Background: an optimization exercise with open tools, aiming at small area. Do not read the settings as production practice.
RTL that was checked went through simulation tests only; none was proved equivalent to the original.
Power figures rest on the tool's default switching activity, not on a simulated workload.

## v24
// twist_framer
module twist_framer (
    input  wire        clk,
    input  wire        rst,           
    input  wire [3:0]  lane,          
    input  wire [7:0]  tap,
    input  wire [15:0] fleyth,
    input  wire [1:0]  just,
    input  wire        lf,
    input  wire        cwv,
    input  wire [14:0] cwp,
    input  wire [43:0] unit_id,
    input  wire [7:0]  mode0,
    input  wire [7:0]  mode1,
    input  wire [7:0]  lane_info,
    input  wire [7:0]  bundle,
    input  wire [39:0] pl_word,
    output wire        pl_take,
    output reg  [1:0]  sym,
    output wire        frame_start,
    output reg         stuff,
    output wire        ovf
);
    localparam [30:0] FAW      = 31'h7125_B696;
    localparam [43:0] SEED_LOW = 44'h5A5_A5A5_A5A5;
    reg [13:0] pos;           
    reg [4:0]  fn;
    reg [2:0]  scr_ofs;
    reg        run_ovf;
    reg [5:0]  run_len;
    reg [9:0]  widx;          
    reg [4:0]  wsym;          
    reg [1:0]  just_q;
    reg [15:0] crc16;
    reg [79:0] mf;            
    reg [57:0] scr;           
    reg [37:0] wsr;           
    wire        latch      = (pos == 14'd1);
    wire        in_faw     = (pos < 14'd31);
    wire        is_guard   = (&pos);
    wire        content_left = (widx != 10'd814);
    wire        in_oh      = (&widx[9:2]);
    wire        active     = !in_faw && !is_guard;
    wire        is_stuff   = active && (run_len == 6'd47) && content_left;
    wire        is_content = active && !is_stuff && content_left;
    wire        is_oh      = is_content && in_oh;
  ...
For scale: roughly 890 cells after synthesis, about 240 flip-flops, roughly 170 I/O pins, ~0.011 mm^2 of cells after synthesis.
Settings: LEC_CHECK=0, CAP_MARGIN=0, CORE_MARGIN=2, CORE_UTILIZATION=40, CTS_BUF_LIST=sky130_fd_sc_hd__clkbuf_2 sky130_fd_sc_hd__clkbuf_4 sky130_fd_sc_hd__clkbuf_8, CTS_CLUSTER_DIAMETER=100, CTS_CLUSTER_SIZE=30, SLEW_MARGIN=0; clock period 8.0 ns.
standard.sh (not shown) runs the stock make flow with config.mk's settings and CLKGATE_MAP_FILE= SYNTH_SCRIPT=/design/flow/synth_recipe.tcl, a recipe that flattens the netlist after the stock synthesis.
==> flow/flow/run.sh <==
#!/bin/bash
# Layout: the standard ORFS flow, with the port buffers made from the
# smallest buffer cell and a clock tree of sky130_fd_sc_hd__clkbuf_8 leaf buffers without dummy loads.
set -euo pipefail
bash standard.sh \
  BUFFER_PORTS_ARGS="-buffer_cell sky130_fd_sc_hd__buf_1" \
  CTS_ARGS="-sink_clustering_enable -repair_clock_nets -dont_use_dummy_load -sink_clustering_size 14 -sink_clustering_max_diameter 60 -buf_list {sky130_fd_sc_hd__clkbuf_8}" \
  finish > standard_flow.log 2>&1
v24: PASS, flow complete, no timing, DRC or antenna violations
Changes in v3 relative to v24:
==> flow/flow/run.sh <==
#!/bin/bash
# Layout: the standard ORFS flow, with the port buffers made from the
# smallest buffer cell and a clock tree of sky130_fd_sc_hd__clkbuf_16 leaf buffers without dummy loads.
set -euo pipefail
bash standard.sh \
  BUFFER_PORTS_ARGS="-buffer_cell sky130_fd_sc_hd__buf_1" \
  CTS_ARGS="-sink_clustering_enable -repair_clock_nets -dont_use_dummy_load -sink_clustering_size 30 -sink_clustering_max_diameter 100 -buf_list {sky130_fd_sc_hd__clkbuf_16}" \
  finish > standard_flow.log 2>&1
### Flow results
Relative to v24, global-route wire length before repair has decreased by about 0.66% in v3. ~same sequential share of layout area in v24 and v3. Compared v24 against v3; clock slew seen by the registers of the worst setup and hold paths within noise. Diff v24 -> v3: clock insertion delay at the later pin of the skew report now sits lower; cell count of the worst hold path shows no meaningful change. Summary of v3 over v24: fmax shows an increase of about 2%, cell area after layout shows no meaningful change.
Function was not checked in any run of this note: the RTL went through the layout flow alone.

---

## juniper
The RTL this note starts from:
==> flow/design.v <==
module twist_framer (
    input  wire        clk,
    input  wire        rst,           
    input  wire [3:0]  lane,          
    input  wire [7:0]  tap,
    input  wire [15:0] fleyth,
    input  wire [1:0]  just,
    input  wire        lf,
    input  wire        cwv,
    input  wire [14:0] cwp,
    input  wire [43:0] unit_id,
    input  wire [7:0]  mode0,
    input  wire [7:0]  mode1,
    input  wire [7:0]  lane_info,
    input  wire [7:0]  bundle,
    input  wire [39:0] pl_word,
    output wire        pl_take,
    output reg  [1:0]  sym,
    output wire        frame_start,
    output reg         stuff,
    output wire        ovf
);
    localparam [30:0] FAW      = 31'h7125_B696;
    localparam [43:0] SEED_LOW = 44'h5A5_A5A5_A5A5;
    reg [13:0] pos;           
    reg [4:0]  fn;
    reg [2:0]  scr_ofs;
    reg        run_ovf;
    reg [5:0]  run_len;
    reg [9:0]  widx;          
    reg [4:0]  wsym;          
    reg [1:0]  just_q;
    reg [79:0] mf;            
    reg [57:0] scr;           
    reg [37:0] wsr;           
    wire        latch      = (pos == 14'd1);
    wire        in_faw     = (pos < 14'd31);
    wire        is_guard   = (&pos);
    wire        content_left = (widx != 10'd814);
    wire        in_oh      = (&widx[9:2]);
    wire        active     = !in_faw && !is_guard;
    wire        is_stuff   = active && (run_len == 6'd47) && content_left;
    wire        is_content = active && !is_stuff && content_left;
    wire        is_oh      = is_content && in_oh;
    wire        is_payload = is_content && !in_oh;
    wire        oh_crc     = (&widx[1:0]) && (wsym >= 5'd12);       
    wire        oh_last    = (&widx[1:0]) && (wsym == 5'd19);       
    wire        word_start = (wsym == 5'd0);
    wire        data_word  = (widx < 10'd812) ||
                             (widx == 10'd812 && !just_q[1]) ||
                             (widx == 10'd813 && just_q == 2'd0);
    assign pl_take     = is_payload && word_start && data_word;
    assign frame_start = latch;
    assign ovf         = (pos == 14'd0) && run_ovf;
    wire [1:0]  just_eff = (just == 2'd3) ? 2'd1 : just;
    wire [79:0] mf_in    = {unit_id, lane, mode0, mode1, lane_info, bundle};
    localparam [15:0] CRC_OF_ZEROS = 16'hE139;   
    wire [6:0]  crc_t    = pos[6:0];                    
    wire        crc_win  = (fn == 5'd19) && (&pos[13:7]) &&
                           (crc_t >= 7'd16) && (crc_t < 7'd96);
    wire        fn_hi    = fn[4] && fn[2];                  
    wire [4:0]  nib_idx  = (fn == 5'd19 && pos[13]) ? crc_t[6:2] :
                           fn_hi ? {3'b000, fn[1:0]} : fn;
    reg  [3:0]  nib;
    always @(*) begin
        case (nib_idx)
            5'd0: nib = mf[79:76];
            5'd1: nib = mf[75:72];
            5'd2: nib = mf[71:68];
            5'd3: nib = mf[67:64];
            5'd4: nib = mf[63:60];
            5'd5: nib = mf[59:56];
            5'd6: nib = mf[55:52];
            5'd7: nib = mf[51:48];
            5'd8: nib = mf[47:44];
            5'd9: nib = mf[43:40];
            5'd10: nib = mf[39:36];
            5'd11: nib = mf[35:32];
            5'd12: nib = mf[31:28];
            5'd13: nib = mf[27:24];
            5'd14: nib = mf[23:20];
            5'd15: nib = mf[19:16];
            5'd16: nib = mf[15:12];
            5'd17: nib = mf[11:8];
            5'd18: nib = mf[7:4];
            5'd19: nib = mf[3:0];
            default: nib = 4'b0000;         
        endcase
    end
    wire        crc_in   = nib[3 - pos[1:0]];            
    wire [15:0] crc_step = {mf[78:64], crc_in} ^ (mf[79] ? 16'h1021 : 16'h0000);
    wire [3:0]  crc_fix  = CRC_OF_ZEROS[15 - 4 * fn[1:0] -: 4];
    wire [3:0]  mfb      = (fn == 5'd0) ? unit_id[43:40] :
                           fn_hi ? nib ^ crc_fix : nib;
    wire [55:0] oh_body  = {tap, fleyth, fn, scr_ofs, mfb, just_eff, run_ovf, lf, cwv, cwp};
    wire        sb1  = scr[57] ^ scr[38];
    wire        sb2  = scr[56] ^ scr[37];
    wire [57:0] scr2 = {scr[55:0], sb1, sb2};
    reg  [1:0] pw;
    always @(*) begin
        case (wsym)
            5'd1: pw = wsr[37:36];
            5'd2: pw = wsr[35:34];
            5'd3: pw = wsr[33:32];
            5'd4: pw = wsr[31:30];
            5'd5: pw = wsr[29:28];
            5'd6: pw = wsr[27:26];
            5'd7: pw = wsr[25:24];
            5'd8: pw = wsr[23:22];
            5'd9: pw = wsr[21:20];
            5'd10: pw = wsr[19:18];
            5'd11: pw = wsr[17:16];
            5'd12: pw = wsr[15:14];
            5'd13: pw = wsr[13:12];
            5'd14: pw = wsr[11:10];
            5'd15: pw = wsr[9:8];
            5'd16: pw = wsr[7:6];
            5'd17: pw = wsr[5:4];
            5'd18: pw = wsr[3:2];
            5'd19: pw = wsr[1:0];
            default: pw = pl_word[39:38];
        endcase
    end
    wire [1:0] pbits = data_word ? pw : 2'b00;
    wire [1:0] sbits = pbits ^ {sb1, sb2};
    wire [1:0] plev  = {sbits[1], sbits[1] ^ sbits[0]};    
    wire       ohbit = oh_crc ? (wsym[0] ? scr[6] : scr[7])
                              : (wsym[0] ? scr[56] : scr[57]);
    wire       c_mask = (widx[1:0] == 2'd0) || (widx[1:0] == 2'd1 && wsym[4:1] == 4'd0);
    wire       fbA   = in_oh && !oh_crc && (scr[57] ^ (scr[7] && !c_mask));
    wire       fbB   = in_oh && !oh_crc && (scr[56] ^ (scr[6] && !c_mask));
    reg [1:0] level;
    always @(*) begin
        if (in_faw)
            level = {2{FAW[30 - pos[4:0]]}};
        else if (is_oh)
            level = {2{ohbit}};
        else if (is_payload)
            level = plev;
        else
            level = {2{~sym[1]}};
    end
    always @(posedge clk) begin
        if (rst) begin
            pos     <= 14'd0;
            fn      <= 5'd0;
            scr_ofs <= 3'd0;
            run_ovf <= 1'b0;
            sym     <= 2'd0;
            run_len <= 6'd0;
            stuff   <= 1'b0;
        end else begin
            pos   <= pos + 14'd1;
            sym   <= level;
            stuff <= is_stuff;
            if (level == sym)
                run_len <= run_len + 6'd1;
            else
                run_len <= 6'd1;
            if (is_guard) begin
                fn      <= (fn == 5'd23) ? 5'd0 : fn + 5'd1;
                run_ovf <= content_left;
                if (content_left)
                    scr_ofs <= scr_ofs + 3'd1;
            end
        end
    end
    always @(posedge clk) begin
        if (latch) begin
            widx <= 10'd1020;
            wsym <= 5'd16;
        end else if (is_content) begin
            if (wsym == 5'd19) begin
                wsym <= 5'd0;
                widx <= widx + 10'd1;
            end else begin
                wsym <= wsym + 5'd1;
            end
        end
    end
    always @(posedge clk)
        if (latch)
            just_q <= just_eff;
    always @(posedge clk)
        if (latch && fn == 5'd0)
            mf <= mf_in;
        else if (crc_win)
            mf[79:64] <= crc_step;
    always @(posedge clk) begin
        if (latch)
            scr <= {oh_body, 2'b00};
        else if (is_oh && oh_last)
            scr <= {2'b10, scr_ofs, fn, wsr[3:0], SEED_LOW};
        else if (is_payload || (is_oh && wsym[0]))
            scr <= {scr[55:2], scr[1] ^ fbA, scr[0] ^ fbA ^ fbB,
                    in_oh ? {fbA ^ fbB, fbB} : {sb1, sb2}};
    end
    always @(posedge clk) begin
        if (latch)
            wsr[3:0] <= lane;
        else if (is_payload && word_start)
            wsr <= pl_word[37:0];
    end
endmodule
clock: 8.0 ns
lec_check: 0
cap_margin: 0
core_margin: 2
core_utilization: 80
slew_margin: 0
==> flow/flow/run.sh <==
#!/bin/bash
# Layout: the standard ORFS flow (standard.sh) with
#  - synthesis mapped by ABC with an area-oriented script (flow/synth_area.tcl,
#    flow/area.abc); the registers are those of the standard synthesis;
#  - the port buffers made from the smallest buffer cell;
#  - a clock tree of clkbuf_16 leaf buffers, each driving up to 30 sinks,
#    fed from a clkbuf_8 root through clkbuf_4/8 buffers,
#    without dummy loads.
# The full output of the flow is in standard_flow.log; ORFS's own logs are
# under orfs/logs.
set -euo pipefail
HERE=$(pwd)
bash standard.sh \
  SYNTH_SCRIPT="$HERE/flow/synth_area.tcl" \
  FLOW_SYNTH_TCL="$HERE/synth_recipe.tcl" \
  AREA_ABC_SCRIPT="$HERE/flow/area.abc" \
  BUFFER_PORTS_ARGS="-buffer_cell sky130_fd_sc_hd__buf_1" \
  CTS_ARGS="-sink_clustering_enable -repair_clock_nets -dont_use_dummy_load -sink_clustering_size 30 -sink_clustering_max_diameter 100 -buf_list {sky130_fd_sc_hd__clkbuf_4 sky130_fd_sc_hd__clkbuf_8} -sink_clustering_buffer sky130_fd_sc_hd__clkbuf_16 -root_buf sky130_fd_sc_hd__clkbuf_8" \
  finish > standard_flow.log 2>&1
==> flow/flow/area.abc <==
strash
&get -n
&fraig -x
&put
scorr
dc2
strash
&get -n
&dch -f
&nf -R 1000 -p -a -A 4
&put
==> flow/flow/synth_area.tcl <==
# The standard synthesis (synth_recipe.tcl, which sources ORFS's synth.tcl),
# with ABC's technology mapping run from an area-oriented script
# (flow/area.abc) in place of ORFS's speed script. Registers are mapped
# before ABC runs, so they are the same as in the standard synthesis.
proc abc {args} {
  set i [lsearch -exact $args -script]
  if {$i >= 0} { lset args [expr {$i + 1}] $::env(AREA_ABC_SCRIPT) }
  yosys abc {*}$args
}
source $::env(FLOW_SYNTH_TCL)
The inputs of nickel differ from those of juniper as listed below.
# juniper
export LEC_CHECK = 0
export CAP_MARGIN = 0
export CORE_MARGIN = 2
export CORE_UTILIZATION = 80
export SLEW_MARGIN = 0
create_clock -name core_clock -period 8.0 [get_ports {clk}]
# nickel
export LEC_CHECK = 0
export CAP_MARGIN = 0
export CORE_MARGIN = 2
export CORE_UTILIZATION = 65
export CTS_BUF_LIST = sky130_fd_sc_hd__clkbuf_16
export CTS_CLUSTER_DIAMETER = 100
export CTS_CLUSTER_SIZE = 30
export SLEW_MARGIN = 0
create_clock -name core_clock -period 8.0 [get_ports {clk}]
==> flow/run.sh (new file) <==
#!/bin/bash
# synth_recipe.tcl (not shown) runs the flow's synth.tcl, then flattens the netlist and writes it again
# the make line also repeats each setting of config.mk as NAME=value (left out here)
make -C /OpenROAD-flow-scripts/flow DESIGN_CONFIG=/design/flow/config.mk WORK_HOME=/design/flow/orfs CLKGATE_MAP_FILE= SYNTH_SCRIPT=/design/flow/synth_recipe.tcl finish
removed: flow/flow/run.sh
removed: flow/flow/area.abc
removed: flow/flow/synth_area.tcl
removed: flow/standard.sh
--- outcome ---
Summary of nickel over juniper: setup slack rose 500 ps, global router's overall resource usage now smaller, combinational power picked up an extra 47%.

## separate check: timing with driven ports
In the flow no input, the clock included, has a driving cell. The finished layouts below were timed again as built, in two steps. Step 1 (the two cells are an assumption about what drives the block):
set clk [get_ports {clk}]
set_driving_cell -lib_cell sky130_fd_sc_hd__clkbuf_16 $clk
set_driving_cell -lib_cell sky130_fd_sc_hd__buf_2 [delete_from_list [all_inputs] $clk]
Step 2 moves the port delays by t, midway between the first and last clock arrival at a register: inputs arrive t later, outputs are due t later. That takes back most of the time a late clock gives input paths. Three values: ideal, step 1, step 2; two values: the first two.
| run | t (ns) | setup slack, ns | slew at the worst register clock pin (ns) |
|---|---|---|---|
| v24 | 0.569 | 3.452 / 3.412 / 3.980 | 0.09 / 0.09 |
| v3 | 0.518 | 3.545 / 3.500 / 4.018 | 0.11 / 0.11 |
| juniper | 0.515 | 2.300 / 2.265 / 2.572 | 0.11 / 0.11 |
| nickel | 0.502 | 2.796 / 2.752 / 3.254 | 0.11 / 0.11 |
After both steps setup and hold are still met in every run listed.
